What follows belongs to an exercise in optimizing a design on an open flow for small area, a short achievable clock period and few clock cycles per item; a production flow would make more cautious choices. The RTL was checked by simulation tests, not by an equivalence proof against the original design.

`flow/config.mk`:
```
export PLATFORM = sky130hd
export DESIGN_NAME = aes_dp
export DESIGN_NICKNAME = aes_dp
export VERILOG_FILES = /design/flow/design.v
export SDC_FILE = /design/flow/constraint.sdc
export NUM_CORES = 8
export LEC_CHECK = 0
export CAP_MARGIN = 20
export CORE_MARGIN = 2
export CORE_UTILIZATION = 50
export PLACE_DENSITY = 0.6
export SLEW_MARGIN = 20
```
`flow/constraint.sdc`:
```
create_clock -name core_clock -period 12.0 [get_ports {clk}]
set_input_delay 2.4000 -clock core_clock [delete_from_list [all_inputs] [get_ports {clk}]]
set_output_delay 2.4000 -clock core_clock [all_outputs]
set_load 0.01 [all_outputs]
```
`flow/design.v`:
```
module aes_sb_mid (input wire [7:0] t, output wire [11:0] r);
  function automatic [1:0] m4(input [1:0] a, input [1:0] b);
    reg h; begin h = a[1] & b[1]; m4 = {((a[1] & b[0]) ^ (a[0] & b[1])) ^ h, (a[0] & b[0]) ^ h}; end
  endfunction
  function automatic [3:0] m16(input [3:0] a, input [3:0] b);
    reg [1:0] h, m, l; begin
      h = m4(a[3:2], b[3:2]); m = m4(a[3:2], b[1:0]) ^ m4(a[1:0], b[3:2]); l = m4(a[1:0], b[1:0]);
      m16 = {m ^ h, l ^ m4(h, 2'd3)};
    end
  endfunction
  function automatic [3:0] inv16(input [3:0] a);
    case (a)
      4'd0: inv16 = 4'd0;
      4'd1: inv16 = 4'd1;
      4'd2: inv16 = 4'd3;
      4'd3: inv16 = 4'd2;
      4'd4: inv16 = 4'd10;
      4'd5: inv16 = 4'd8;
      4'd6: inv16 = 4'd14;
      4'd7: inv16 = 4'd13;
      4'd8: inv16 = 4'd5;
      4'd9: inv16 = 4'd11;
      4'd10: inv16 = 4'd4;
      4'd11: inv16 = 4'd9;
      4'd12: inv16 = 4'd15;
      4'd13: inv16 = 4'd7;
      4'd14: inv16 = 4'd6;
      4'd15: inv16 = 4'd12;
    endcase
  endfunction
  function automatic [3:0] sqlam(input [3:0] a);
    case (a)
      4'd0: sqlam = 4'd0;
      4'd1: sqlam = 4'd8;
      4'd2: sqlam = 4'd4;
      4'd3: sqlam = 4'd12;
      4'd4: sqlam = 4'd13;
      4'd5: sqlam = 4'd5;
      4'd6: sqlam = 4'd9;
      4'd7: sqlam = 4'd1;
      4'd8: sqlam = 4'd11;
      4'd9: sqlam = 4'd3;
      4'd10: sqlam = 4'd15;
      4'd11: sqlam = 4'd7;
      4'd12: sqlam = 4'd6;
      4'd13: sqlam = 4'd14;
      4'd14: sqlam = 4'd2;
      4'd15: sqlam = 4'd10;
    endcase
  endfunction
  function automatic [3:0] sq(input [3:0] a);
    case (a)
      4'd0: sq = 4'd0;
      4'd1: sq = 4'd1;
      4'd2: sq = 4'd3;
      4'd3: sq = 4'd2;
      4'd4: sq = 4'd7;
      4'd5: sq = 4'd6;
      4'd6: sq = 4'd4;
      4'd7: sq = 4'd5;
      4'd8: sq = 4'd14;
      4'd9: sq = 4'd15;
      4'd10: sq = 4'd13;
      4'd11: sq = 4'd12;
      4'd12: sq = 4'd9;
      4'd13: sq = 4'd8;
      4'd14: sq = 4'd10;
      4'd15: sq = 4'd11;
    endcase
  endfunction
  wire [3:0] a1 = t[7:4], a0 = t[3:0];
  wire [3:0] d = sqlam(a1) ^ m16(a1, a0) ^ sq(a0);
  assign r = {a1, a0, inv16(d)};
endmodule
module aes_sb_mul (input wire [11:0] r, output wire [7:0] u);
  function automatic [1:0] m4(input [1:0] a, input [1:0] b);
    reg h; begin h = a[1] & b[1]; m4 = {((a[1] & b[0]) ^ (a[0] & b[1])) ^ h, (a[0] & b[0]) ^ h}; end
  endfunction
  function automatic [3:0] m16(input [3:0] a, input [3:0] b);
    reg [1:0] h, m, l; begin
      h = m4(a[3:2], b[3:2]); m = m4(a[3:2], b[1:0]) ^ m4(a[1:0], b[3:2]); l = m4(a[1:0], b[1:0]);
      m16 = {m ^ h, l ^ m4(h, 2'd3)};
    end
  endfunction
  assign u = {m16(r[11:8], r[3:0]), m16(r[11:8] ^ r[7:4], r[3:0])};
endmodule
module aes_sb_in (input wire [7:0] x, output wire [7:0] te, output wire [7:0] td);
  assign te[0] = x[0] ^ x[2] ^ x[5];
  assign te[1] = x[2] ^ x[4] ^ x[5] ^ x[6];
  assign te[2] = x[2] ^ x[3] ^ x[4] ^ x[5];
  assign te[3] = x[1] ^ x[2] ^ x[4];
  assign te[4] = x[1] ^ x[2] ^ x[3];
  assign te[5] = x[1] ^ x[4] ^ x[6] ^ x[7];
  assign te[6] = x[1] ^ x[2] ^ x[3] ^ x[4] ^ x[6] ^ x[7];
  assign te[7] = x[5] ^ x[7];
  assign td[0] = x[1] ^ x[5] ^ x[7];
  assign td[1] = ~(x[0] ^ x[2] ^ x[5] ^ x[6]);
  assign td[2] = ~(x[0] ^ x[3] ^ x[5] ^ x[6]);
  assign td[3] = ~(x[0] ^ x[4] ^ x[7]);
  assign td[4] = ~(x[1] ^ x[2] ^ x[3] ^ x[4] ^ x[5] ^ x[6] ^ x[7]);
  assign td[5] = x[3] ^ x[4] ^ x[5] ^ x[6];
  assign td[6] = ~(x[0] ^ x[1] ^ x[2] ^ x[3] ^ x[6] ^ x[7]);
  assign td[7] = x[1] ^ x[2] ^ x[6] ^ x[7];
endmodule
module aes_sb_ine (input wire [7:0] x, output wire [7:0] te);
  assign te[0] = x[0] ^ x[2] ^ x[5];
  assign te[1] = x[2] ^ x[4] ^ x[5] ^ x[6];
  assign te[2] = x[2] ^ x[3] ^ x[4] ^ x[5];
  assign te[3] = x[1] ^ x[2] ^ x[4];
  assign te[4] = x[1] ^ x[2] ^ x[3];
  assign te[5] = x[1] ^ x[4] ^ x[6] ^ x[7];
  assign te[6] = x[1] ^ x[2] ^ x[3] ^ x[4] ^ x[6] ^ x[7];
  assign te[7] = x[5] ^ x[7];
endmodule
module aes_sb_out (input wire [11:0] r, output wire [7:0] ye, output wire [7:0] yd);
  wire [7:0] u;
  aes_sb_mul u_mul (.r(r), .u(u));
  assign ye[0] = ~(u[0] ^ u[1] ^ u[7]);
  assign ye[1] = ~(u[0] ^ u[3] ^ u[4] ^ u[6]);
  assign ye[2] = u[0] ^ u[2] ^ u[6];
  assign ye[3] = u[0] ^ u[1] ^ u[6];
  assign ye[4] = u[0] ^ u[1] ^ u[2] ^ u[5] ^ u[7];
  assign ye[5] = ~(u[2] ^ u[4] ^ u[5] ^ u[6]);
  assign ye[6] = ~(u[4] ^ u[5] ^ u[7]);
  assign ye[7] = u[2] ^ u[3] ^ u[5];
  assign yd[0] = u[0] ^ u[2] ^ u[3] ^ u[4];
  assign yd[1] = u[4] ^ u[5] ^ u[6];
  assign yd[2] = u[1] ^ u[4] ^ u[6] ^ u[7];
  assign yd[3] = u[1] ^ u[4] ^ u[5] ^ u[7];
  assign yd[4] = u[1] ^ u[3] ^ u[5] ^ u[7];
  assign yd[5] = u[1] ^ u[2] ^ u[3] ^ u[6] ^ u[7];
  assign yd[6] = u[2] ^ u[4] ^ u[5] ^ u[7];
  assign yd[7] = u[1] ^ u[2] ^ u[3] ^ u[6];
endmodule
module aes_sb_oute (input wire [11:0] r, output wire [7:0] ye);
  wire [7:0] u;
  aes_sb_mul u_mul (.r(r), .u(u));
  assign ye[0] = ~(u[0] ^ u[1] ^ u[7]);
  assign ye[1] = ~(u[0] ^ u[3] ^ u[4] ^ u[6]);
  assign ye[2] = u[0] ^ u[2] ^ u[6];
  assign ye[3] = u[0] ^ u[1] ^ u[6];
  assign ye[4] = u[0] ^ u[1] ^ u[2] ^ u[5] ^ u[7];
  assign ye[5] = ~(u[2] ^ u[4] ^ u[5] ^ u[6]);
  assign ye[6] = ~(u[4] ^ u[5] ^ u[7]);
  assign ye[7] = u[2] ^ u[3] ^ u[5];
endmodule
module aes_dp (
  input  wire         clk,
  input  wire         rst,         
  input  wire         in_valid,
  output wire         in_ready,
  input  wire [1:0]   in_op,       
  input  wire         in_key256,   
  input  wire [255:0] in_key,
  input  wire [127:0] in_data,
  output reg          out_valid,
  output wire [127:0] out_data
);
  function automatic [7:0] xt(input [7:0] b);
    xt = {b[6:0], 1'b0} ^ (b[7] ? 8'h1b : 8'h00);
  endfunction
  function automatic [31:0] mix_col(input [31:0] c);
    reg [7:0] a0, a1, a2, a3;
    begin
      a0 = c[31:24]; a1 = c[23:16]; a2 = c[15:8]; a3 = c[7:0];
      mix_col[31:24] = xt(a0 ^ a1) ^ a1 ^ a2 ^ a3;
      mix_col[23:16] = xt(a1 ^ a2) ^ a2 ^ a3 ^ a0;
      mix_col[15:8]  = xt(a2 ^ a3) ^ a3 ^ a0 ^ a1;
      mix_col[7:0]   = xt(a3 ^ a0) ^ a0 ^ a1 ^ a2;
    end
  endfunction
  function automatic [31:0] pre_col(input [31:0] c);
    reg [7:0] a0, a1, a2, a3, u, v;
    begin
      a0 = c[31:24]; a1 = c[23:16]; a2 = c[15:8]; a3 = c[7:0];
      u = xt(xt(a0 ^ a2));
      v = xt(xt(a1 ^ a3));
      pre_col = {a0 ^ u, a1 ^ v, a2 ^ u, a3 ^ v};
    end
  endfunction
  function automatic [7:0] rcon_of(input [3:0] n);
    case (n)
      4'd1:  rcon_of = 8'h01;
      4'd2:  rcon_of = 8'h02;
      4'd3:  rcon_of = 8'h04;
      4'd4:  rcon_of = 8'h08;
      4'd5:  rcon_of = 8'h10;
      4'd6:  rcon_of = 8'h20;
      4'd7:  rcon_of = 8'h40;
      4'd8:  rcon_of = 8'h80;
      4'd9:  rcon_of = 8'h1b;
      4'd10: rcon_of = 8'h36;
      default: rcon_of = 8'h00;
    endcase
  endfunction
  function integer sr_src(input integer p);
    sr_src = (p % 4) + 4 * (((p / 4) + (p % 4)) % 4);
  endfunction
  function integer isr_src(input integer p);
    isr_src = (p % 4) + 4 * (((p / 4) - (p % 4) + 4) % 4);
  endfunction
  reg [127:0] ra, rout;
  reg [191:0] rb;            
  reg [255:0] ks, kw;
  reg [47:0]  kmid;          
  reg         grp;           
  reg [4:0]   gcnt;          
  reg         gdec;          
  reg         g256;          
  reg         s1;            
  reg         pk, pk_dec, pk_ra;    
  reg         kraw;          
  reg         kdir;          
  reg         k256;
  reg         kw_cur;        
  reg [3:0]   khp;           
  reg         kfwd;          
  reg         kw256;
  reg         kx_load, kx_swap, kx_cmt;
  reg         k1_go, k1_ks, k1_fwd, k1_cmt, k1_cdir;
  reg         k2_go, k2_fwd, k2_cmt, k2_cdir;
  reg [7:0]   k2_rcon;
  reg         a_act, a_byp, a_dec, a_selks, a_usekw, a_last;
  reg         b_byp, b_dec, b_fin;
  reg         rdy;
  assign in_ready = rdy;
  assign out_data = rout;
  genvar g;
  wire [127:0] key_a = ({128{a_selks}} & ks[255:128]) | ({128{a_usekw}} & kw[255:128]);
  wire [127:0] xa = ra ^ key_a;
  wire [127:0] te, td;
  wire [191:0] rb_d;
  generate
    for (g = 0; g < 16; g = g + 1) begin : g_sa
      aes_sb_in u_in (.x(xa[127-8*g -: 8]), .te(te[127-8*g -: 8]), .td(td[127-8*g -: 8]));
    end
    for (g = 0; g < 16; g = g + 1) begin : g_sm
      wire [7:0]  t = a_dec ? td[127-8*isr_src(g) -: 8] : te[127-8*sr_src(g) -: 8];
      wire [11:0] r;
      aes_sb_mid u_mid (.t(t), .r(r));
      assign rb_d[191-12*g -: 12] = a_byp ? {ra[127-8*g -: 8], 4'h0} : r;
    end
  endgenerate
  wire [127:0] ye, yd, rb_byp;
  generate
    for (g = 0; g < 16; g = g + 1) begin : g_sb
      aes_sb_out u_out (.r(rb[191-12*g -: 12]), .ye(ye[127-8*g -: 8]), .yd(yd[127-8*g -: 8]));
      assign rb_byp[127-8*g -: 8] = rb[191-12*g -: 8];
    end
  endgenerate
  wire [127:0] kb = kw[127:0];
  wire [127:0] qd = yd ^ kb;
  wire [127:0] y  = b_dec ? yd : ye;
  wire [127:0] pq = {pre_col(qd[127:96]), pre_col(qd[95:64]), pre_col(qd[63:32]), pre_col(qd[31:0])};
  wire [127:0] v  = b_dec ? pq : ye;
  wire [127:0] m  = {mix_col(v[127:96]), mix_col(v[95:64]), mix_col(v[63:32]), mix_col(v[31:0])};
  function automatic [7:0] rcon_for(input [3:0] khp_i, input fwd, input aes256);
    reg [4:0] kh, t;
    begin
      kh = {1'b0, khp_i} - 5'd1;
      t  = fwd ? kh + 5'd2 : (aes256 ? kh : kh - 5'd1);
      rcon_for = !aes256 ? rcon_of(t[3:0]) : (t[0] ? 8'h00 : rcon_of({1'b0, t[3:1]}));
    end
  endfunction
  wire         k1_rot  = k1_ks || !kw256 || khp[0];
  wire         k1_tinx = !k1_fwd && !kw256;
  wire [127:0] k1_b    = k1_ks ? ks[127:0] : kw[127:0];
  wire [31:0]  k_tin   = k1_tinx ? (k1_b[31:0] ^ k1_b[63:32]) : k1_b[31:0];
  wire [31:0]  k_rin   = k1_rot ? {k_tin[23:0], k_tin[31:24]} : k_tin;
  wire [7:0]   k1_rcon = k1_ks ? rcon_for(4'd1, 1'b1, k256) : rcon_for(khp, k1_fwd, kw256);
  wire [47:0]  kmid_d;
  generate
    for (g = 0; g < 4; g = g + 1) begin : g_k1
      wire [7:0] kt;
      aes_sb_ine u_in (.x(k_rin[8*g +: 8]), .te(kt));
      aes_sb_mid u_mid (.t(kt), .r(kmid_d[12*g +: 12]));
    end
  endgenerate
  wire [31:0] k_sub;
  generate
    for (g = 0; g < 4; g = g + 1) begin : g_k2
      aes_sb_oute u_out (.r(kmid[12*g +: 12]), .ye(k_sub[8*g +: 8]));
    end
  endgenerate
  wire [31:0]  k_t    = k_sub ^ {k2_rcon, 24'h0};
  wire [127:0] kA = kw[255:128];
  wire [127:0] kB = kw[127:0];
  wire [127:0] k_base = kw256 ? kA : kB;
  wire [31:0]  b0 = k_base[127:96], b1 = k_base[95:64], b2 = k_base[63:32], b3 = k_base[31:0];
  wire [127:0] k_n = k2_fwd ? {b0 ^ k_t, b0 ^ b1 ^ k_t, b0 ^ b1 ^ b2 ^ k_t, b0 ^ b1 ^ b2 ^ b3 ^ k_t}
                            : {b0 ^ k_t, b1 ^ b0, b2 ^ b1, b3 ^ b2};
  wire         sw_cmt = kx_swap && kx_cmt && kw_cur;
  wire         k2c    = k2_go && k2_cmt && kw_cur;
  wire       acc     = in_valid & rdy;
  wire       acc_key = acc & (in_op == 2'd2);
  wire       acc_blk = acc & ~in_op[1];
  wire       acc_dec = in_op[0];
  wire [4:0] last    = g256 ? 5'd28 : 5'd20;
  wire [3:0] nr_k    = k256 ? 4'd14 : 4'd10;
  wire       kraw_s = kraw && !sw_cmt && !k2c;
  wire       kdir_s = sw_cmt ? kfwd : (k2c ? k2_cdir : kdir);
  reg        kw_cur_s, kfwd_s, kw256_s;
  reg  [3:0] khp_s;
  always @(*) begin
    kw_cur_s = kw_cur; khp_s = khp; kfwd_s = kfwd; kw256_s = kw256;
    if (kx_load) begin
      kw_cur_s = 1'b1;
      kw256_s  = k256;
      khp_s    = (!kraw && kdir) ? nr_k + 4'd1 : 4'd1;
      kfwd_s   = !kraw && !kdir;
    end else if (kx_swap) begin
      khp_s  = kfwd ? khp + 4'd1 : khp - 4'd1;
      kfwd_s = !kfwd;
    end else if (k2_go) begin
      khp_s  = k2_fwd ? khp + 4'd1 : khp - 4'd1;
    end
  end
  wire [3:0] nrw_s = kw256_s ? 4'd14 : 4'd10;
  reg        grp_n, gdec_n, g256_n, s1_n;
  reg [4:0]  gcnt_n, gcnt_c, last_n;
  reg        pk_n, pk_dec_n, pk_ra_n;
  reg        kx_load_n, kx_swap_n, kx_cmt_n;
  reg        k1_go_n, k1_ks_n, k1_fwd_n, k1_cmt_n;
  reg        cv_go, cv_load, cv_swap, cv_swcmt, cv_k1, cv_fwd, cv_k1cmt;
  reg        a_act_n, a_byp_n, a_dec_n, a_selks_n, a_usekw_n, a_last_n;
  reg        rdy_n;
  reg        grp_c, s1_c, g_mid_n, x_join, x_start, p_start, start_n, start_dec;
  always @(*) begin
    cv_load = 1'b0; cv_swap = 1'b0; cv_swcmt = 1'b0; cv_k1 = 1'b0; cv_fwd = 1'b1; cv_k1cmt = 1'b0;
    cv_go = !k1_go && (kraw_s || (pk && (kdir_s != pk_dec)));
    if (!kw_cur_s) begin
      cv_load = 1'b1;
    end else if (!(pk && pk_dec)) begin
      if (kfwd_s) begin
        if (khp_s == 4'd0) begin cv_k1 = 1'b1; cv_k1cmt = 1'b1; end
        else cv_swap = 1'b1;
      end else if (khp_s > 4'd2) begin
        cv_k1 = 1'b1; cv_fwd = 1'b0;
      end else begin
        cv_swap = 1'b1; cv_swcmt = (khp_s == 4'd2);
      end
    end else begin
      if (kfwd_s) begin
        if (khp_s == nrw_s) begin cv_swap = 1'b1; cv_swcmt = 1'b1; end
        else cv_k1 = 1'b1;
      end else begin
        cv_swap = 1'b1;
      end
    end
  end
  always @(*) begin
    grp_c   = grp && (gcnt != last);
    gcnt_c  = gcnt + 5'd1;
    s1_c    = (gcnt == 5'd0) ? (acc_blk && (acc_dec == gdec)) : s1;
    g_mid_n = grp_c && (gcnt_c != last);
    x_join  = acc_blk && grp && (gcnt == 5'd0) && (acc_dec == gdec);
    x_start = acc_blk && !g_mid_n && !kraw_s && (kdir_s == acc_dec);
    p_start = pk && !pk_ra && !g_mid_n && !kraw_s && (kdir_s == pk_dec);
    start_n = x_start || p_start;
    start_dec = acc_blk ? acc_dec : pk_dec;
    pk_n = pk; pk_dec_n = pk_dec; pk_ra_n = !pk_ra;
    if (acc_blk && !x_join && !x_start) begin
      pk_n = 1'b1; pk_dec_n = acc_dec; pk_ra_n = 1'b1;
    end else if (p_start) begin
      pk_n = 1'b0;
    end
    if (start_n) begin
      grp_n = 1'b1; gcnt_n = 5'd0; gdec_n = start_dec; g256_n = k256; s1_n = 1'b0;
    end else begin
      grp_n = grp_c; gcnt_n = gcnt_c; gdec_n = gdec; g256_n = g256; s1_n = s1_c;
    end
    a_act_n = 1'b0; a_byp_n = pk_n && pk_ra_n; a_dec_n = gdec;
    a_selks_n = 1'b0; a_usekw_n = 1'b0; a_last_n = 1'b0;
    if (start_n) begin
      a_act_n = 1'b1; a_dec_n = start_dec; a_selks_n = 1'b1;
    end else if (g_mid_n) begin
      if (!gcnt_c[0]) begin
        a_act_n = 1'b1; a_usekw_n = !gdec; a_last_n = (gcnt_c == last - 5'd2);
      end else if (s1_c) begin
        a_act_n = 1'b1; a_usekw_n = !gdec || (gcnt_c == 5'd1); a_last_n = (gcnt_c == last - 5'd1);
      end
    end
    kx_load_n = 1'b0; kx_swap_n = 1'b0; kx_cmt_n = 1'b0;
    k1_go_n = 1'b0; k1_ks_n = 1'b0; k1_fwd_n = 1'b1; k1_cmt_n = 1'b0;
    if (start_n) begin
      kx_load_n = 1'b1;
      k1_go_n = !start_dec; k1_ks_n = 1'b1;
    end else if (g_mid_n) begin
      if (!gdec && !gcnt_c[0] && gcnt_c <= last - 5'd4) k1_go_n = 1'b1;
      if (gdec && gcnt_c[0] && gcnt_c <= last - 5'd3) begin k1_go_n = 1'b1; k1_fwd_n = 1'b0; end
    end else if (cv_go) begin
      kx_load_n = cv_load; kx_swap_n = cv_swap; kx_cmt_n = cv_swcmt;
      k1_go_n = cv_k1; k1_fwd_n = cv_fwd; k1_cmt_n = cv_k1cmt;
    end
    last_n = g256_n ? 5'd28 : 5'd20;
    rdy_n  = !pk_n && (!grp_n || (gcnt_n == last_n - 5'd1) || (gcnt_n == last_n) ||
                       (!gcnt_n[0] && !s1_n));
  end
  always @(posedge clk) begin
    rb   <= rb_d;
    ra   <= rdy ? in_data : (b_byp ? rb_byp : m);
    rout <= y ^ kb;
    kmid <= kmid_d;
    if (kx_load)      kw <= ks;
    else if (kx_swap) kw <= {kB, kA};
    else if (k2_go)   kw <= {kB, k_n};
    if (acc_key)     ks <= in_key;
    else if (sw_cmt) ks <= {kB, kA};
    else if (k2c)    ks <= {kB, k_n};
    k2_rcon <= k1_rcon;
    k2_fwd  <= k1_fwd;
    if (rst) begin
      grp <= 1'b0; gcnt <= 5'd0; gdec <= 1'b0; g256 <= 1'b0; s1 <= 1'b0;
      pk <= 1'b0; pk_dec <= 1'b0; pk_ra <= 1'b0;
      kraw <= 1'b0; kdir <= 1'b0; k256 <= 1'b0;
      kw_cur <= 1'b0; khp <= 4'd0; kfwd <= 1'b0; kw256 <= 1'b0;
      kx_load <= 1'b0; kx_swap <= 1'b0; kx_cmt <= 1'b0;
      k1_go <= 1'b0; k1_ks <= 1'b0; k1_fwd <= 1'b0; k1_cmt <= 1'b0; k1_cdir <= 1'b0;
      k2_go <= 1'b0; k2_cmt <= 1'b0; k2_cdir <= 1'b0;
      a_act <= 1'b0; a_byp <= 1'b0; a_dec <= 1'b0; a_selks <= 1'b0; a_usekw <= 1'b0; a_last <= 1'b0;
      b_byp <= 1'b0; b_dec <= 1'b0; b_fin <= 1'b0;
      rdy <= 1'b1;
      out_valid <= 1'b0;
    end else begin
      grp <= grp_n; gcnt <= gcnt_n; gdec <= gdec_n; g256 <= g256_n; s1 <= s1_n;
      pk <= pk_n; pk_dec <= pk_dec_n; pk_ra <= pk_ra_n;
      if (acc_key) begin
        kraw <= !in_key256; kdir <= 1'b0; k256 <= in_key256;
      end else begin
        kraw <= kraw_s; kdir <= kdir_s;
      end
      kw_cur <= kw_cur_s && !acc_key; khp <= khp_s; kfwd <= kfwd_s; kw256 <= kw256_s;
      kx_load <= kx_load_n; kx_swap <= kx_swap_n; kx_cmt <= kx_cmt_n;
      k1_go <= k1_go_n; k1_ks <= k1_ks_n; k1_fwd <= k1_fwd_n; k1_cmt <= k1_cmt_n;
      k1_cdir <= pk && pk_dec;
      k2_go <= k1_go; k2_cmt <= k1_cmt; k2_cdir <= k1_cdir;
      a_act <= a_act_n; a_byp <= a_byp_n; a_dec <= a_dec_n;
      a_selks <= a_selks_n; a_usekw <= a_usekw_n; a_last <= a_last_n;
      b_byp <= a_byp; b_dec <= a_dec; b_fin <= a_act && a_last;
      rdy <= rdy_n;
      out_valid <= b_fin;
    end
  end
endmodule
```
`flow/flow/run.sh`:
```
#!/bin/bash
# The standard layout (the standard.sh: standard synthesis, floorplan,
# placement, CTS, routing) with repair_timing asked to keep a larger setup
# margin, so that it sizes and buffers the longest paths further.
set -euo pipefail
bash standard.sh SETUP_SLACK_MARGIN=8.0 finish > standard.log 2>&1
```
`flow/standard.sh`:
```
#!/bin/bash
# synth_recipe.tcl (not shown) runs the flow's synth.tcl, then flattens the netlist and writes it again
# the make line also repeats each setting of config.mk as NAME=value (left out here)
make -C /OpenROAD-flow-scripts/flow DESIGN_CONFIG=/design/flow/config.mk WORK_HOME=/design/flow/orfs CLKGATE_MAP_FILE= SYNTH_SCRIPT=/design/flow/synth_recipe.tcl "${@:-finish}"
```
==> results of run 1 <==
==> path summary, 6_finish.rpt <==
path / slack (ns) / depth (start not counted) / to
max: 7.27 / 18 / ra[98]
min reg2reg: 0.41 / 2 / b_fin
max reg2reg: 7.27 / 18 / ra[98]
min: 0.41 / 2 / b_fin
==> tightest hold or removal path: stages (launching register included) <==
cell	delay [ns]
dfxtp_1	0.30
nand2_1	0.05
nor2_1	0.03
==> final cells by class <==
cell class / count / area (sq um) / area share, %
multi-input combinational: 8740 / 80270 / 60.14
sequential: 1059 / 26970 / 20.21
timing repair buffer: 1954 / 18010 / 13.49
clock buffer: 175 / 3779 / 2.831
tap: 2464 / 3083 / 2.310
clock inverter: 65 / 732.0 / 0.5484
inverter: 151 / 590.6 / 0.4425
antenna: 14 / 35.03 / 0.02625
==> per-stage QoR <==
step                      area (sq um)  utilization (%)  cells  worst slack, ns
after floorplan                  93940                -  10585            7.650
after global placement          101000            55.03  13102            5.997
after detailed placement        101000            55.04  13102            5.908
after CTS                       123700            67.40  14106            7.400
after global routing            133500            72.74  14615            7.231
final                           133500            72.75  14622            7.273
==> layer usage <==
metal / share of wire (%) / GRT usage, % / vias to the layer above
met5: 0.012 / 0 / -
met4: 8.4 / 28.05 / 8
met3: 12 / 10.19 / 1352
met2: 43 / 65.38 / 5845
met1: 37 / 57.72 / 43981
li1: - / - / 38298
==> sequential cells by signal (all words and copies together), names as in the netlist, 4 cells and up <==
name     flops
ks         256
kw         256
rb         192
ra         128
rout       128
kmid        48
k2_rcon      8
gcnt         5
khp          4
==> repair_timing <==
action	4_1_cts	5_1_grt
endpoints found under the setup margin	885	380
resized for setup	2183	910
cloned	19	12
setup buffers	745	490
pin swaps	651	649
==> logic make-up (layout without fill, tap and decap cells) <==
family | after synthesis | count (layout) | synth area share, %
AO/OA/AOI/OAI | 1824 | 1825 | 11.71
XOR/XNOR | 3293 | 3293 | 34.51
adder cells (fa/ha/maj) | 59 | 59 | 0.7949
buffers and inverters | 790 | 2345 | 3.346
flip-flops | 1059 | 1059 | 28.44
multiplexers | 723 | 723 | 8.387
other | 0 | 14 | 0
AND/OR/NAND/NOR | 2837 | 2840 | 12.82
==> cells in the final DEF (no fill, tap or decap), drive strengths merged, types with 40 or more instances in the layout <==
cell type	n
a22oi	198
xnor2	2146
dlygate4sd2	114
nand2	1640
clkbuf	189
xor3	40
a21oi	618
a21o	45
nand3	47
nor2b	105
xnor3	138
clkdlybuf4s50	389
ha	58
inv	154
nor3	69
a31oi	63
edfxtp	512
mux2i	423
mux2	287
clkinv	50
nand2b	87
nor2	730
xor2	969
o21ai	617
dfxtp	547
o22ai	40
buf	1417
==> impl_metrics.json, run 1 <==
{
  "antenna_found_initial": 30,
  "cp-start-kind": "flip-flop",
  "clkSinkCount": 1059,
  "wl_um": 449300,
  "grt_overflow": 0,
  "synthCells": 10585,
  "outcome": "complete, no violations",
  "fin_nets": 12486,
  "grt_usage_pct": 44.07,
  "cpPeakStageDelay_ns": 0.58,
  "ys_ff_latch": 1059,
  "cp.buffers_inverters": 3,
  "synthArstFlopShare_pct": 0,
  "route.vias.total": 89484,
  "clk_pin_slew_ns": 0.06,
  "cts-root-buf": "clkbuf_16",
  "worstMarginPinSlew_ns": 1.352,
  "die-area_sq_um": 188600,
  "fin_crit_sh_pct": 39.39,
  "vias_per_cell": 6.120,
  "grt_setup_unrepaired": "yes",
  "hold_violations": 0,
  "synthTopCellsByArea": "xnor2_1 (20%), edfxtp_1 (17%), dfxtp_1 (12%), xor2_1 (8.9%), nand2_1 (6.6%)",
  "path_delay_family": "XOR/XNOR gates",
  "die_width_um": 434.3,
  "max_freq_mhz": 211.5,
  "drive_gt1_share_pct": 35.05,
  "min_period_ns": 4.727,
  "yosys_warnings": 3,
  "crit_arrival_ns": 5.47,
  "cts-hold-fix-buffers": 0,
  "critPathCaptureType": "flip-flop",
  "start_util_pct": 50.45,
  "clock_latency_ns": 0.84,
  "cts_tree": "yes",
  "cts_buffers": 132,
  "cp_max_fo": 4,
  "grt_pass1_wl_um": 592000,
  "slew_viol_final": 0,
  "grt_pass1_vias": 81874,
  "dieHeight_um": 434.3,
  "yosys-top-cells-count": "xnor2_1 (2100), nand2_1 (1638), xor2_1 (943)",
  "ys_types": 91,
  "critical_path_class": "flip-flop to flip-flop",
  "hold_path_class": "flip-flop to flip-flop",
  "synth_top_area_share_pct": 19.87,
  "setup_viol": 0,
  "ant_nets": 0,
  "gp_congestion": 1.050,
  "hold-worst-slack_ns": 0.4104,
  "synth_edf_count": 512,
  "syn_to_final_growth_pct": 44.20,
  "cpMaxStageDelayCell": "xnor3_2",
  "crit_chain": "xor2_4 -> buf_6 -> mux2i_2 -> o221ai_2 -> xnor2_2 -> xnor3_2 -> xnor2_4 -> xnor3_2 -> xnor2_4 -> buf_4 -> buf_6 -> xor2_2 -> a21oi_4 -> xnor2_1 -> xnor2_1 -> xnor2_2 -> mux2i_1 -> o21ai_1",
  "ios": 520,
  "cts_buffer_depth": 3,
  "syn_nets": 11033,
  "rows": 157,
  "n_fill_cell": 13007,
  "dr.first_iter.drc_count": 12209,
  "grt_max_degree": 166,
  "wl_per_cell_um": 30.73,
  "cp-startpoint": "rb[187]",
  "relSlewSlack_pct": 9.886,
  "syn_avg_cell_area_sq_um": 8.744,
  "drc": 0,
  "r2r-start": "rb[187]",
  "yosysMostFrequentCell": "xnor2_1",
  "h-tree-depth": 4,
  "netlist_area_sq_um": 92560,
  "port_buffers": 519,
  "first_pass_iters": 9,
  "synth_area_leader_cell": "xnor2_1",
  "skew_ns": 0.03413,
  "cp_data_required_time_ns": 12.74,
  "max_cap_viol_count": 0,
  "fin_tns_setup_ns": 0,
  "hold_start": "a_last",
  "synth-seq-area-share_pct": 28.44,
  "dp_hpwl_um": 312700,
  "synth_ff_type": "dfxtp_1",
  "coreArea_sq_um": 183500
}
Testbench counts, summed over its fixed seeds: cycles 24,681, blocks 1,732.
==> run 2: changes to the inputs <==
==> flow/run.sh (new file) <==
#!/bin/bash
# synth_recipe.tcl (not shown) runs the flow's synth.tcl, then flattens the netlist and writes it again
# the make line also repeats each setting of config.mk as NAME=value (left out here)
make -C /OpenROAD-flow-scripts/flow DESIGN_CONFIG=/design/flow/config.mk WORK_HOME=/design/flow/orfs CLKGATE_MAP_FILE= SYNTH_SCRIPT=/design/flow/synth_recipe.tcl finish
--- a/flow/config.mk
+++ b/flow/config.mk
@@ -7,6 +7,6 @@
 export LEC_CHECK = 0
 export CAP_MARGIN = 20
 export CORE_MARGIN = 2
-export CORE_UTILIZATION = 50
-export PLACE_DENSITY = 0.6
+export CORE_UTILIZATION = 25
+export PLACE_DENSITY = 0.35
 export SLEW_MARGIN = 20
removed: flow/flow/run.sh
removed: flow/standard.sh
==> run 2 against run 1 <==
Compared with the run above:
- clock-buffer cell count is 38 higher
- synthesized cell count unchanged
- sequential share of layout area up 4.1 points
- cell area decreased by 19%
- area after synthesis is the same
- via count decreased by 13%
- worst hold slack better by 0.019 ns
- critical path type unchanged
==> impl_metrics.json, run 2 <==
{
  "max_freq_mhz": 154.4,
  "finalNonFillerCells": 15915,
  "dp_hpwl_um": 389900,
  "layout_common_cells": "xnor2_1 (2098), nand2_1 (1637), xor2_1 (942)",
  "synth_top_area_share_pct": 19.87,
  "clock_latency_ns": 0.87,
  "synth_area_leader_cell": "xnor2_1",
  "start_util_pct": 25.09,
  "dr.first_iter.drc_count": 7373,
  "yosysMostFrequentCell": "xnor2_1",
  "clkSinkCount": 1059,
  "rows": 223,
  "outcome": "complete, no violations",
  "final_common_cell": "xnor2_1",
  "cts_buffer_depth": 4,
  "crit_arrival_ns": 7.18,
  "grt_pass1_wl_um": 648100,
  "min_period_ns": 6.478,
  "syn_to_final_growth_pct": 16.94,
  "port_buffers": 519,
  "drive_gt1_share_pct": 8.401,
  "die_width_um": 612.5,
  "hold_path_class": "flip-flop to flip-flop",
  "wl_um": 481700,
  "netlist_area_sq_um": 92560,
  "grt_overflow": 0,
  "ys_types": 91,
  "grt_max_degree": 162,
  "max_cap_viol_count": 0,
  "ys_ff_latch": 1059,
  "skew_ns": 0.05071,
  "drc": 0,
  "reg_top3": "ks x256, kw x256, rb x192",
  "gp_congestion": 0.9222,
  "grt_pass1_vias": 76058,
  "dieHeight_um": 612.5,
  "ios": 520,
  "yosys-top-cells-count": "xnor2_1 (2100), nand2_1 (1638), xor2_1 (943)",
  "syn_nets": 11033,
  "fin_nets": 11286,
  "h-tree-depth": 4,
  "antenna_found_initial": 34,
  "dp.cells": 15634,
  "wl_per_cell_um": 30.26,
  "r2r-start": "k1_ks",
  "syn_avg_cell_area_sq_um": 8.744,
  "grt_usage_pct": 24.87,
  "cp_max_fo": 135,
  "hold_violations": 0,
  "cts_tree": "yes",
  "critical_path_class": "flip-flop to flip-flop",
  "cp-startpoint": "k1_ks",
  "synthCells": 10585,
  "cts_buffers": 150,
  "coreArea_sq_um": 368900,
  "setup_viol": 0,
  "fin_tns_setup_ns": 0,
  "critPathCaptureType": "flip-flop",
  "die-area_sq_um": 375100,
  "ant_nets": 0,
  "relSlewSlack_pct": 3.760,
  "first_pass_iters": 6,
  "fin_crit_sh_pct": 53.98,
  "cts-root-buf": "clkbuf_16",
  "synth-seq-area-share_pct": 28.44,
  "slew_viol_final": 0,
  "vias_per_cell": 4.889,
  "clk_pin_slew_ns": 0.06,
  "route.vias.total": 77801,
  "synthTopCellsByArea": "xnor2_1 (20%), edfxtp_1 (17%), dfxtp_1 (12%), xor2_1 (8.9%), nand2_1 (6.6%)",
  "cp-start-kind": "flip-flop",
  "synthArstFlopShare_pct": 0,
  "hold_start": "a_last",
  "post-cts-setup-buffers": 0,
  "synth_ff_type": "dfxtp_1",
  "cp_data_required_time_ns": 12.71,
  "yosys_warnings": 3,
  "cts-hold-fix-buffers": 0,
  "worstMarginPinSlew_ns": 1.444,
  "synth_edf_count": 512,
  "grt_setup_unrepaired": "no",
  "cts_resized": 0
}
run 2: cell counts after synthesis:
No cell type changed its count.
run 2: per-stage QoR:
step / hold slack (ns) / utilization [%] / worst slack, ns / cell area, sq um
final: 0.4293 / 29.34 / 5.522 / 108200
after global placement: 0.4244 / 28.00 / 5.807 / 103300
after CTS: 0.4369 / 29.33 / 5.651 / 108200
after global routing: 0.4455 / 29.34 / 5.322 / 108200
after floorplan: 0.3952 / - / 2.740 / 92560
after detailed placement: 0.4295 / 28.00 / 5.653 / 103300
run 2: critical path: stages, from the launching register on:
cell	delay, ns
dfxtp_4	0.62
buf_12	0.62
buf_4	0.60
a22oi_1	0.39
xnor2_1	0.66
xnor2_1	0.26
xor2_1	0.32
xor2_1	0.11
a21oi_1	0.71
nand2_1	0.09
mux2_2	0.29
o22ai_1	0.18
xnor2_1	0.32
ha_1	0.24
nand2b_1	0.09
o31a_1	0.14
nor2_1	0.04
a2111oi_0	0.44
run 2: logic make-up (layout without fill, tap and decap cells):
kind of cell / Yosys count / after routing / share of synthesized area [%]
AOI/OAI and AO/OA: 1824 / 1824 / 11.71
xor gates and xnor gates: 3293 / 3293 / 34.51
adders and majority gates: 59 / 59 / 0.7949
buffers and inverters: 790 / 1156 / 3.346
DFF: 1059 / 1059 / 28.44
muxes: 723 / 723 / 8.387
other: 0 / 14 / 0
and+or+nand+nor: 2837 / 2837 / 12.82
run 2: routing by layer:
metal  wire, um  global-route usage, %  up-vias
met2     222100                  40.67     2214
met4      16920                  7.869        4
met1     222100                  34.39    39150
met5         27                      0        -
met3      20600                  2.201      376
li1           -                      -    36057
run 2: path summary, 6_finish.rpt:
path | end | slack (ns) | cells after the start
max | rb[120] | 5.52 | 17
min | b_fin | 0.43 | 2
max reg2reg | rb[120] | 5.52 | 17
min reg2reg | b_fin | 0.43 | 2
run 2: cell type report:
type / count / area, sq um
Fill cell: 39399 / 260600
Multi-Input combinational cell: 8736 / 63210
Timing Repair Buffer: 740 / 6967
Antenna cell: 14 / 35.03
Clock buffer: 213 / 4370
Clock inverter: 52 / 519.2
Sequential cell: 1059 / 26360
Inverter: 151 / 576.8
Tap cell: 4950 / 6193
==> run 3: changes to the inputs <==
--- a/flow/design.v
+++ b/flow/design.v
@@ -199,8 +199,9 @@
   function integer isr_src(input integer p);
     isr_src = (p % 4) + 4 * (((p / 4) - (p % 4) + 4) % 4);
   endfunction
-  reg [127:0] ra, rout;
+  reg [127:0] ra, rout;      
   reg [191:0] rb;            
+  reg [127:0] ka;            
   reg [255:0] ks, kw;
   reg [47:0]  kmid;          
   reg         grp;           
@@ -220,14 +221,14 @@
   reg         k1_go, k1_ks, k1_fwd, k1_cmt, k1_cdir;
   reg         k2_go, k2_fwd, k2_cmt, k2_cdir;
   reg [7:0]   k2_rcon;
-  reg         a_act, a_byp, a_dec, a_selks, a_usekw, a_last;
+  reg         a_act, a_byp, a_dec, a_first, a_last;
   reg         b_byp, b_dec, b_fin;
   reg         rdy;
   assign in_ready = rdy;
   assign out_data = rout;
   genvar g;
-  wire [127:0] key_a = ({128{a_selks}} & ks[255:128]) | ({128{a_usekw}} & kw[255:128]);
-  wire [127:0] xa = ra ^ key_a;
+  wire [127:0] mc = {mix_col(ra[127:96]), mix_col(ra[95:64]), mix_col(ra[63:32]), mix_col(ra[31:0])};
+  wire [127:0] xa = (a_first ? ra : mc) ^ ka;
   wire [127:0] te, td;
   wire [191:0] rb_d;
   generate
@@ -253,7 +254,6 @@
   wire [127:0] y  = b_dec ? yd : ye;
   wire [127:0] pq = {pre_col(qd[127:96]), pre_col(qd[95:64]), pre_col(qd[63:32]), pre_col(qd[31:0])};
   wire [127:0] v  = b_dec ? pq : ye;
-  wire [127:0] m  = {mix_col(v[127:96]), mix_col(v[95:64]), mix_col(v[63:32]), mix_col(v[31:0])};
   function automatic [7:0] rcon_for(input [3:0] khp_i, input fwd, input aes256);
     reg [4:0] kh, t;
     begin
@@ -322,7 +322,7 @@
   reg        kx_load_n, kx_swap_n, kx_cmt_n;
   reg        k1_go_n, k1_ks_n, k1_fwd_n, k1_cmt_n;
   reg        cv_go, cv_load, cv_swap, cv_swcmt, cv_k1, cv_fwd, cv_k1cmt;
-  reg        a_act_n, a_byp_n, a_dec_n, a_selks_n, a_usekw_n, a_last_n;
+  reg        a_act_n, a_byp_n, a_dec_n, a_last_n;
   reg        rdy_n;
   reg        grp_c, s1_c, g_mid_n, x_join, x_start, p_start, start_n, start_dec;
   always @(*) begin
@@ -369,15 +369,14 @@
     end else begin
       grp_n = grp_c; gcnt_n = gcnt_c; gdec_n = gdec; g256_n = g256; s1_n = s1_c;
     end
-    a_act_n = 1'b0; a_byp_n = pk_n && pk_ra_n; a_dec_n = gdec;
-    a_selks_n = 1'b0; a_usekw_n = 1'b0; a_last_n = 1'b0;
+    a_act_n = 1'b0; a_byp_n = pk_n && pk_ra_n; a_dec_n = gdec; a_last_n = 1'b0;
     if (start_n) begin
-      a_act_n = 1'b1; a_dec_n = start_dec; a_selks_n = 1'b1;
+      a_act_n = 1'b1; a_dec_n = start_dec;
     end else if (g_mid_n) begin
       if (!gcnt_c[0]) begin
-        a_act_n = 1'b1; a_usekw_n = !gdec; a_last_n = (gcnt_c == last - 5'd2);
+        a_act_n = 1'b1; a_last_n = (gcnt_c == last - 5'd2);
       end else if (s1_c) begin
-        a_act_n = 1'b1; a_usekw_n = !gdec || (gcnt_c == 5'd1); a_last_n = (gcnt_c == last - 5'd1);
+        a_act_n = 1'b1; a_last_n = (gcnt_c == last - 5'd1);
       end
     end
     kx_load_n = 1'b0; kx_swap_n = 1'b0; kx_cmt_n = 1'b0;
@@ -396,9 +395,14 @@
     rdy_n  = !pk_n && (!grp_n || (gcnt_n == last_n - 5'd1) || (gcnt_n == last_n) ||
                        (!gcnt_n[0] && !s1_n));
   end
+  wire [127:0] ks_h_s = (sw_cmt || k2c) ? kB : ks[255:128];
+  wire [127:0] kw_h_s = kx_load ? ks[255:128] : ((kx_swap || k2_go) ? kB : kA);
+  wire         ka_ks  = !g_mid_n;
+  wire         ka_0   = gdec && (gcnt_c != 5'd1);
   always @(posedge clk) begin
     rb   <= rb_d;
-    ra   <= rdy ? in_data : (b_byp ? rb_byp : m);
+    ra   <= rdy ? in_data : (b_byp ? rb_byp : v);
+    ka   <= ka_ks ? ks_h_s : (ka_0 ? 128'h0 : kw_h_s);
     rout <= y ^ kb;
     kmid <= kmid_d;
     if (kx_load)      kw <= ks;
@@ -417,7 +421,7 @@
       kx_load <= 1'b0; kx_swap <= 1'b0; kx_cmt <= 1'b0;
       k1_go <= 1'b0; k1_ks <= 1'b0; k1_fwd <= 1'b0; k1_cmt <= 1'b0; k1_cdir <= 1'b0;
       k2_go <= 1'b0; k2_cmt <= 1'b0; k2_cdir <= 1'b0;
-      a_act <= 1'b0; a_byp <= 1'b0; a_dec <= 1'b0; a_selks <= 1'b0; a_usekw <= 1'b0; a_last <= 1'b0;
+      a_act <= 1'b0; a_byp <= 1'b0; a_dec <= 1'b0; a_first <= 1'b0; a_last <= 1'b0;
       b_byp <= 1'b0; b_dec <= 1'b0; b_fin <= 1'b0;
       rdy <= 1'b1;
       out_valid <= 1'b0;
@@ -435,7 +439,7 @@
       k1_cdir <= pk && pk_dec;
       k2_go <= k1_go; k2_cmt <= k1_cmt; k2_cdir <= k1_cdir;
       a_act <= a_act_n; a_byp <= a_byp_n; a_dec <= a_dec_n;
-      a_selks <= a_selks_n; a_usekw <= a_usekw_n; a_last <= a_last_n;
+      a_first <= !g_mid_n || (gcnt_c == 5'd1); a_last <= a_last_n;
       b_byp <= a_byp; b_dec <= a_dec; b_fin <= a_act && a_last;
       rdy <= rdy_n;
       out_valid <= b_fin;
==> flow/flow/run.sh (new file) <==
#!/bin/bash
# The standard layout (the standard.sh: standard synthesis, floorplan,
# placement, CTS, routing) with repair_timing asked to keep a larger setup
# margin, so that it sizes and buffers the longest paths further.
set -euo pipefail
bash standard.sh SETUP_SLACK_MARGIN=7.5 finish > standard.log 2>&1
==> flow/standard.sh (new file) <==
#!/bin/bash
# synth_recipe.tcl (not shown) runs the flow's synth.tcl, then flattens the netlist and writes it again
# the make line also repeats each setting of config.mk as NAME=value (left out here)
make -C /OpenROAD-flow-scripts/flow DESIGN_CONFIG=/design/flow/config.mk WORK_HOME=/design/flow/orfs CLKGATE_MAP_FILE= SYNTH_SCRIPT=/design/flow/synth_recipe.tcl "${@:-finish}"
--- a/flow/config.mk
+++ b/flow/config.mk
@@ -7,6 +7,6 @@
 export LEC_CHECK = 0
 export CAP_MARGIN = 20
 export CORE_MARGIN = 2
-export CORE_UTILIZATION = 25
-export PLACE_DENSITY = 0.35
+export CORE_UTILIZATION = 50
+export PLACE_DENSITY = 0.6
 export SLEW_MARGIN = 20
removed: flow/run.sh
==> run 3 against run 2 <==
Compared with the run above:
- utilization up 30 points
- global-route usage up 15 points
- flip-flop and latch count up 128
- routed wire length down 11%
- still clean on timing, DRC and antenna
- die area down 45%
- critical path depth down 2
==> impl_metrics.json, run 3 <==
{
  "synthCells": 11498,
  "grt_pass1_wl_um": 594700,
  "ys_ff_latch": 1187,
  "port_buffers": 519,
  "cts-hold-fix-buffers": 0,
  "synth-compound-area-share_pct": 13.09,
  "rows": 164,
  "synth_top_family_by_area": "XOR/XNOR gates",
  "dr.first_iter.drc_count": 11009,
  "cts-root-buf": "clkbuf_16",
  "dieHeight_um": 452.9,
  "wl_um": 430600,
  "die-area_sq_um": 205100,
  "grt_usage_pct": 40.21,
  "drc": 0,
  "clkSinkCount": 1187,
  "cp.buffers_inverters": 2,
  "n_fill_cell": 17296,
  "fin_crit_sh_pct": 38.02,
  "critPathCaptureType": "flip-flop",
  "crit_chain": "buf_6 -> nor3b_1 -> xnor2_1 -> mux2i_1 -> mux2i_1 -> xnor2_2 -> xor2_2 -> nor2_1 -> xor2_1 -> xnor2_1 -> xnor2_1 -> xnor2_2 -> inv_1 -> ha_1 -> mux4_2",
  "route.vias.total": 87690,
  "grt_pass1_vias": 81223,
  "synth-adder-area-share_pct": 0.5987,
  "dp_hpwl_um": 323400,
  "critical_path_class": "flip-flop to flip-flop",
  "worstMarginPinSlew_ns": 1.231,
  "synth_area_leader_cell": "edfxtp_1",
  "yosys_warnings": 3,
  "cpMaxStageDelayCell": "mux2i_1",
  "antenna_found_initial": 34,
  "relSlewSlack_pct": 17.16,
  "reg2reg_slack_ns": 7.44,
  "start_util_pct": 50.35,
  "fin_tns_setup_ns": 0,
  "setup_viol": 0,
  "hold_path_class": "flip-flop to flip-flop",
  "first_pass_iters": 6,
  "grt_overflow": 0,
  "cts_tree": "yes",
  "gp_congestion": 0.9879,
  "synth_xor_area_share_pct": 31.51,
  "crit_arrival_ns": 5.28,
  "grt_setup_unrepaired": "yes",
  "syn_to_final_growth_pct": 18.32,
  "cts_buffer_depth": 3,
  "yosysMostFrequentCell": "nand2_1",
  "die_width_um": 452.9,
  "hold_violations": 0,
  "synth_top_area_share_pct": 15.26,
  "synth_ff_type": "dfxtp_1",
  "ys_types": 102,
  "synth-simple-area-share_pct": 12.33,
  "outcome": "complete, no violations",
  "synthMuxAreaShare_pct": 9.933,
  "netlist_area_sq_um": 100700,
  "yosys-top-cells-count": "nand2_1 (1805), xnor2_1 (1591), xor2_1 (1043)",
  "cts_buffers": 146,
  "synthTopCellsByArea": "edfxtp_1 (15%), xnor2_1 (14%), dfxtp_1 (13%), xor2_1 (9.1%), nand2_1 (6.7%)",
  "synth-seq-area-share_pct": 28.68,
  "final_common_cell": "nand2_1",
  "drive_gt1_share_pct": 14.79,
  "slew_viol_final": 0,
  "wl_per_cell_um": 29.62,
  "crit_path_frequent_cell": "xnor2_1",
  "vias_per_cell": 6.033,
  "cpPeakStageDelay_ns": 0.53,
  "max_cap_viol_count": 0,
  "skew_ns": 0.05689,
  "cp_max_fo": 43,
  "ant_nets": 0,
  "max_freq_mhz": 219.2,
  "syn_avg_cell_area_sq_um": 8.761,
  "clock_latency_ns": 0.87,
  "min_period_ns": 4.563,
  "coreArea_sq_um": 200100,
  "cp_data_required_time_ns": 12.71,
  "fin_nets": 12180,
  "cp-start-kind": "flip-flop",
  "clk_pin_slew_ns": 0.06,
  "syn_nets": 11932,
  "synthArstFlopShare_pct": 0,
  "h-tree-depth": 4,
  "layout_common_cells": "nand2_1 (1803), xnor2_1 (1401), xor2_1 (888)",
  "path_delay_family": "XOR/XNOR gates",
  "grt_max_degree": 183,
  "ios": 520,
  "synth_edf_count": 512,
  "reg_top3": "ks x256, kw x256, rb x192"
}
## run 3: layout make-up
type                            count  area, sq um  area share, %
Multi-Input combinational cell   9342        72400          60.74
Clock inverter                     75        855.8         0.7180
Timing Repair Buffer              934         8874          7.445
Antenna cell                       11        27.53        0.02309
Clock buffer                      196         4040          3.390
Inverter                          135        519.2         0.4356
Tap cell                         2656         3323          2.788
Sequential cell                  1187        29160          24.46
## run 3: timing repair
action	CTS	global route
cloned	5	6
hold endpoints to repair	0	0
resized for setup	426	398
setup buffers	89	131
setup endpoints to repair	237	238
pin swaps	40	79
## run 3: per-stage QoR
step / util (%) / area (sq um) / setup slack (ns) / instances / hold WS (ns)
final: 59.58 / 119200 / 7.437 / 14536 / 0.4183
after global routing: 59.56 / 119200 / 7.262 / 14526 / 0.4727
after CTS: 57.89 / 115800 / 7.253 / 14387 / 0.4196
after detailed placement: 53.77 / 107600 / 5.812 / 14022 / 0.4099
after global placement: 53.76 / 107600 / 5.836 / 14022 / 0.4021
after floorplan: - / 100800 / 7.516 / 11498 / 0.3841
## run 3: cells by family (layout without fill, tap and decap cells)
family                   after synthesis  after routing
flip-flops                          1187           1187
AND/OR/NAND/NOR                     2978           2981
buffers and inverters                973           1340
AO/OA/AOI/OAI                       2315           2315
adder cells (fa/ha/maj)               49             49
other                                  0             11
multiplexers                         950            950
XOR/XNOR                            3046           3047
## run 3: metal layers
metal	vias to the layer above	part of all wire, %	track usage, %
li1	39349	-	-
met1	42819	39	52.60
met2	4538	44	61.64
met3	970	9.4	7.614
met4	14	7.2	24.19
met5	-	0.020	0
## run 3: worst min-delay path, cell delays in order (launching register included)
cell and delay, ns:
dfxtp_1 0.29, nand2_1 0.05, nor2_1 0.03
## run 3: path summary, 6_finish.rpt
kind	endpoint	from	depth (start not counted)
max	kmid[12]	k1_fwd	15
min	b_fin	a_act	2
max reg2reg	kmid[12]	k1_fwd	15
min reg2reg	b_fin	a_act	2
Testbench counts of run 3, summed over its fixed seeds: cycles 24,681, blocks 1,732.
==> run 4: changes to the inputs <==
==> flow/flow/run.sh (replaced) <==
#!/bin/bash
# The standard layout (the standard.sh: standard synthesis, floorplan,
# placement, CTS, routing) with repair_timing asked to keep a larger setup
# margin, so that it sizes and buffers the longest paths further.
set -euo pipefail
bash standard.sh SETUP_SLACK_MARGIN=8.0 finish > standard.log 2>&1
==> run 4 against run 3 <==
Compared with the run above:
- utilization grew 6.7 points
- fmax grew 8.3%
- synthesized cell count stayed put
- global-route usage increased by 1.3 points
- area after synthesis unchanged
- clock-buffer cell count is 7 higher
- final cell count is 4.9% higher
==> impl_metrics.json, run 4 <==
{
  "hold_depth": 2,
  "cts_buffers": 146,
  "r2r-start": "ra[91]",
  "grt_max_degree": 177,
  "cpPeakStageDelay_ns": 0.45,
  "fin_nets": 12879,
  "route.vias.total": 92384,
  "port_buffers": 519,
  "hold_path_class": "flip-flop to flip-flop",
  "n_fill_cell": 15989,
  "cpMaxStageDelayCell": "xnor2_1",
  "hold_start": "a_last",
  "hold_violations": 0,
  "die_width_um": 452.9,
  "clkSinkCount": 1187,
  "drc": 0,
  "outcome": "complete, no violations",
  "syn_avg_cell_area_sq_um": 8.761,
  "min_to": "b_fin",
  "grt_overflow": 0,
  "relSlewSlack_pct": 11.02,
  "syn_to_final_growth_pct": 31.67,
  "min_period_ns": 4.212,
  "yosys_warnings": 3,
  "slew_viol_final": 0,
  "reg2reg_slack_ns": 7.79,
  "first_pass_iters": 8,
  "ios": 520,
  "synthArstFlopShare_pct": 0,
  "h-tree-depth": 4,
  "grt_pass1_wl_um": 616900,
  "rows": 164,
  "dp_hpwl_um": 321700,
  "wl_um": 452700,
  "layout_common_cells": "nand2_1 (1777), xnor2_1 (1194), buf_4 (963)",
  "start_util_pct": 50.35,
  "ys_types": 102,
  "clock_latency_ns": 0.86,
  "synth_edf_count": 512,
  "ant_nets": 0,
  "setup_viol": 0,
  "synthCells": 11498,
  "fin_crit_sh_pct": 35.10,
  "synth_top_area_share_pct": 15.26,
  "grt_setup_unrepaired": "yes",
  "synthTopCellsByArea": "edfxtp_1 (15%), xnor2_1 (14%), dfxtp_1 (13%), xor2_1 (9.1%), nand2_1 (6.7%)",
  "cts-root-buf": "clkbuf_16",
  "vias_per_cell": 6.060,
  "antenna_found_initial": 33,
  "yosys-top-cells-count": "nand2_1 (1805), xnor2_1 (1591), xor2_1 (1043)",
  "final_common_cell": "nand2_1",
  "path_delay_family": "XOR/XNOR gates",
  "ys_ff_latch": 1187,
  "skew_ns": 0.05922,
  "reg_top3": "ks x256, kw x256, rb x192",
  "crit_arrival_ns": 4.95,
  "netlist_area_sq_um": 100700,
  "cts_tree": "yes",
  "critical_path_class": "flip-flop to flip-flop",
  "drive_gt1_share_pct": 26.74,
  "dr.first_iter.drc_count": 11534,
  "cts_buffer_depth": 3,
  "syn_nets": 11932,
  "synth-seq-area-share_pct": 28.68,
  "clk_pin_slew_ns": 0.06,
  "yosysMostFrequentCell": "nand2_1",
  "wl_per_cell_um": 29.70,
  "max_cap_viol_count": 0,
  "crit_chain": "buf_4 -> xnor2_2 -> xnor3_1 -> mux2i_2 -> xor2_2 -> buf_4 -> buf_4 -> xnor2_2 -> xnor2_1 -> nand2_1 -> o21ai_2 -> mux2i_2 -> xnor2_2 -> ha_1 -> inv_1 -> or2_2 -> a21o_1 -> a21oi_2",
  "worstRegToRegCells": 18,
  "dieHeight_um": 452.9,
  "critPathCaptureType": "flip-flop",
  "synth_ff_type": "dfxtp_1",
  "grt_pass1_vias": 85699,
  "cp_max_fo": 6,
  "coreArea_sq_um": 200100,
  "max_freq_mhz": 237.4,
  "rr_endpoint": "rb[72]",
  "gp_congestion": 0.9818,
  "fin_tns_setup_ns": 0,
  "grt_usage_pct": 41.53,
  "worstMarginPinSlew_ns": 1.298,
  "die-area_sq_um": 205100,
  "synth_area_leader_cell": "edfxtp_1",
  "path_depth": 18,
  "cts-hold-fix-buffers": 0,
  "cp.buffers_inverters": 4,
  "cp_data_required_time_ns": 12.74,
  "cp-start-kind": "flip-flop"
}
[run 4: cell counts after synthesis]
Identical to the previous run, type by type.
[run 4: how the worst max path moves through the flow]
stage          startpoint  endpoint  slack, ns
2_1_floorplan    in_op[0]     ks[0]       7.62
3_3_place_gp        kw256  kmid[24]       6.16
3_5_place_dp        kw256  kmid[24]       6.07
4_1_cts            ra[90]    rb[72]       7.76
5_1_grt            ra[23]    rb[72]       7.62
6_report           ra[91]    rb[72]       7.79
[run 4: repair_timing]
item | CTS | global route
gates cloned | 18 | 11
endpoints found under the setup margin | 837 | 462
resized for setup | 1433 | 908
buffers inserted | 527 | 372
pin swaps | 317 | 407
[run 4: through the flow]
| stage | util [%] | setup slack (ns) | instance area (sq um) | cells | hold WS (ns) |
|---|---|---|---|---|---|
| 2_1_floorplan | - | 7.622 | 100900 | 11498 | 0.3841 |
| 3_3_place_gp | 53.82 | 6.161 | 107700 | 14022 | 0.3998 |
| 3_5_place_dp | 53.82 | 6.071 | 107700 | 14023 | 0.3989 |
| 4_1_cts | 62.16 | 7.760 | 124400 | 14836 | 0.4075 |
| 5_1_grt | 66.27 | 7.620 | 132600 | 15223 | 0.4697 |
| 6_report | 66.30 | 7.788 | 132600 | 15244 | 0.4090 |
[run 4: per-layer routing]
metal | GRT usage, % | up-vias | share of wire [%]
li1 | - | 40663 | -
met1 | 53.53 | 45352 | 38
met2 | 63.01 | 5181 | 44
met3 | 8.995 | 1178 | 10
met4 | 26.73 | 10 | 8.1
met5 | 0 | - | 0.015
[run 4: area by class of cell]
class,count,area (sq um),share of cell area (%)
antenna,23,57.56,0.04339
clock buffer,203,4268,3.218
tap,2656,3323,2.505
clock inverter,65,804.5,0.6065
timing repair buffer,1628,14800,11.16
sequential,1187,29600,22.32
inverter,135,519.2,0.3915
multi-input combinational,9347,79260,59.76
[run 4: logic make-up (layout without fill, tap and decap cells)]
kind of cell / count (synthesis) / after routing / synth area share (%)
compound gates: 2315 / 2316 / 13.09
xor+xnor: 3046 / 3050 / 31.51
fa+ha+maj: 49 / 49 / 0.5987
buf+inv: 973 / 2031 / 3.857
flops: 1187 / 1187 / 28.68
mux: 950 / 952 / 9.933
other cells: 0 / 23 / 0
simple gates: 2978 / 2980 / 12.33
[run 4: worst reg2reg max path: cells and delay by family, from the launching register on]
family	cells	cell delay, ns
XOR/XNOR	6	1.45
multiplexers	2	0.56
AO/OA/AOI/OAI	3	0.55
buffers and inverters	4	0.51
AND/OR/NAND/NOR	2	0.51
flip-flops	1	0.37
adder cells (fa/ha/maj)	1	0.18
==> run 5: changes to the inputs <==
==> flow/flow/run.sh (replaced) <==
#!/bin/bash
# The standard layout (the standard.sh: standard synthesis, floorplan,
# placement, CTS, routing) with repair_timing asked to keep a larger setup
# margin, so that it sizes and buffers the longest paths further.
set -euo pipefail
bash standard.sh SETUP_SLACK_MARGIN=7.0 finish > standard.log 2>&1
==> run 5 against run 4 <==
Compared with the run above:
- fmax is 15% lower
- worst setup slack worse by 0.76 ns
- sequential share of layout area is 2.9 points higher
- utilization is 9.0 points lower
- routed wire length is 7.4% lower
- critical path depth is 3 lower
- clock skew is 0.015 ns lower
- clock-buffer cell count is 4 higher
- highest routed layer unchanged
==> impl_metrics.json, run 5 <==
{
  "outcome": "complete, no violations",
  "syn_nets": 11932,
  "layout_common_cells": "nand2_1 (1803), xnor2_1 (1511), xor2_1 (994)",
  "port_buffers": 519,
  "synth-seq-area-share_pct": 28.68,
  "hold_depth": 2,
  "clock_latency_ns": 0.84,
  "yosys_warnings": 3,
  "gp_congestion": 0.9995,
  "syn_to_final_growth_pct": 13.83,
  "relSlewSlack_pct": 17.76,
  "min_period_ns": 4.968,
  "start_util_pct": 50.35,
  "hold_violations": 0,
  "dr.first_iter.drc_count": 10693,
  "hold_start": "a_last",
  "cts-root-buf": "clkbuf_16",
  "drc": 0,
  "grt_max_degree": 180,
  "cts_buffers": 149,
  "setup_viol": 0,
  "synthArstFlopShare_pct": 0,
  "drive_gt1_share_pct": 9.841,
  "n_fill_cell": 17754,
  "cts_tree": "yes",
  "grt_overflow": 0,
  "cp_data_required_time_ns": 12.71,
  "antenna_found_initial": 25,
  "max_cap_viol_count": 0,
  "final_common_cell": "nand2_1",
  "seqCellArea_sq_um": 28940,
  "die-area_sq_um": 205100,
  "synth_top_area_share_pct": 15.26,
  "ant_nets": 0,
  "h-tree-depth": 4,
  "ys_ff_latch": 1187,
  "ios": 520,
  "yosysMostFrequentCell": "nand2_1",
  "critical_path_class": "flip-flop to flip-flop",
  "max_freq_mhz": 201.3,
  "fin_crit_sh_pct": 41.40,
  "grt_pass1_wl_um": 584600,
  "synthCells": 11498,
  "rows": 164,
  "cp-start-kind": "flip-flop",
  "dieHeight_um": 452.9,
  "grt_setup_unrepaired": "yes",
  "die_width_um": 452.9,
  "synth_edf_count": 512,
  "wl_per_cell_um": 29.22,
  "hold_path_class": "flip-flop to flip-flop",
  "fin_nets": 11995,
  "clk_pin_slew_ns": 0.06,
  "min_to": "b_fin",
  "cp_max_fo": 46,
  "skew_ns": 0.04419,
  "synth_ff_type": "dfxtp_1",
  "dp_hpwl_um": 320400,
  "synth_area_leader_cell": "edfxtp_1",
  "route.vias.total": 86539,
  "grt_usage_pct": 39.35,
  "ys_types": 102,
  "multi_input_area_sq_um": 69430,
  "worstRegToRegCells": 15,
  "syn_avg_cell_area_sq_um": 8.761,
  "yosys-top-cells-count": "nand2_1 (1805), xnor2_1 (1591), xor2_1 (1043)",
  "rr_endpoint": "kmid[36]",
  "r2r-start": "kw256",
  "clkSinkCount": 1187,
  "reg2reg_slack_ns": 7.03,
  "netlist_area_sq_um": 100700,
  "slew_viol_final": 0,
  "crit_arrival_ns": 5.68,
  "reg_top3": "ks x256, kw x256, rb x192",
  "first_pass_iters": 7,
  "cts_buffer_depth": 3,
  "worstMarginPinSlew_ns": 1.229,
  "grt_pass1_vias": 80613,
  "vias_per_cell": 6.031,
  "setup_slack_ns": 7.032,
  "place_ws_ns": 5.455,
  "critPathCaptureType": "flip-flop",
  "synthTopCellsByArea": "edfxtp_1 (15%), xnor2_1 (14%), dfxtp_1 (13%), xor2_1 (9.1%), nand2_1 (6.7%)",
  "wl_um": 419300,
  "coreArea_sq_um": 200100,
  "fin_tns_setup_ns": 0
}
==> run 5: cell counts after synthesis <==
No cell type changed its count.
==> run 5: cell type report <==
type,count,share of cell area [%]
multi-input combinational,9338,60.55
sequential,1187,25.24
timing repair buffer,750,6.284
clock buffer,207,3.842
tap,2656,2.898
clock inverter,69,0.7158
inverter,135,0.4506
antenna,7,0.01528
==> run 5: worst max path at each step <==
stage | start | to | slack [ns] | cells past startpoint
global route | k1_ks | kmid[12] | 6.85 | 15
floorplan | kx_load | kw[0] | 7.15 | 5
finish | kw256 | kmid[36] | 7.03 | 15
detailed placement | in_op[0] | ks[51] | 5.46 | 7
global placement | in_op[0] | ks[53] | 5.48 | 7
CTS | ra[79] | rb[72] | 7.01 | 16
==> run 5: logic make-up after synthesis <==
group	Yosys count	share of synthesized area, %
XOR/XNOR	3046	31.51
AND/OR/NAND/NOR	2978	12.33
flip-flops	1187	28.68
adder cells (fa/ha/maj)	49	0.5987
buffers and inverters	973	3.857
AO/OA/AOI/OAI	2315	13.09
multiplexers	950	9.933
==> run 5: worst max-delay path, cell delays in order, from the launching register on <==
cell and delay (ns):
dfxtp_4 0.59, buf_12 0.32, buf_16 0.35, nor3b_1 0.13
xnor2_1 0.17, mux2i_2 0.40, mux2i_1 0.26, xor2_1 0.22
xnor2_2 0.39, inv_1 0.17, mux2_2 0.30, a21oi_1 0.17
xor2_1 0.30, inv_1 0.13, ha_1 0.35, mux4_2 0.46
==> run 5: per-layer routing <==
layer | wire length [um] | up-vias | global-route usage (%) | share of wire [%]
li1 | - | 38991 | - | -
met1 | 170100 | 42419 | 52.73 | 41
met2 | 182300 | 4297 | 59.61 | 43
met3 | 38830 | 816 | 7.225 | 9.3
met4 | 27920 | 16 | 22.26 | 6.7
met5 | 154 | - | 0 | 0.037
==> run 5: per-stage QoR <==
step / instance area (sq um) / util [%] / hold WS (ns) / std cells
floorplan: 100800 / - / 0.3841 / 11498
global placement: 107600 / 53.78 / 0.4034 / 14033
detailed placement: 107600 / 53.78 / 0.4043 / 14034
CTS: 113400 / 56.68 / 0.4101 / 14319
global route: 114700 / 57.31 / 0.4513 / 14344
finish: 114700 / 57.31 / 0.4118 / 14349
==> run 5: what timing repair did <==
item,in CTS,in global routing
cloned,2,0
endpoints found under the hold margin,0,0
hold buffers,0,0
pin swaps,2,10
gates resized for setup,69,162
buffers inserted,7,23
setup endpoints to repair,136,211

[static timing again, ports no longer ideal]
No port has a modelled driver above. Below, the same layouts with a new extraction and two added sets of constraints. Step 1, drivers: a clkbuf_16 drives clk and a buf_2 each remaining input, both assumed. Step 2 times the ports against the registers' clock, not the clock port: input delays grow and output delays shrink by t, the midpoint of the rising clock arrivals with the driver on. Three values: ideal, step 1, step 2; two values: the first two.
run | t, ns | setup slack, ns | cell pins on the clock port's net
run 1 | 0.917 | 7.273 / 7.273 / 7.134 | 1
run 2 | 0.957 | 5.522 / 5.522 / 5.522 | 1
run 3 | 0.946 | 7.437 / 7.437 / 6.725 | 1
run 4 | 0.928 | 7.788 / 7.788 / 7.205 | 1
run 5 | 0.923 | 7.032 / 7.032 / 6.229 | 1
After both steps setup and hold are still met in every run listed. The setup slack of run 5, which loses most, moves by 0.000 ns with the drivers and by -0.803 ns with both steps.
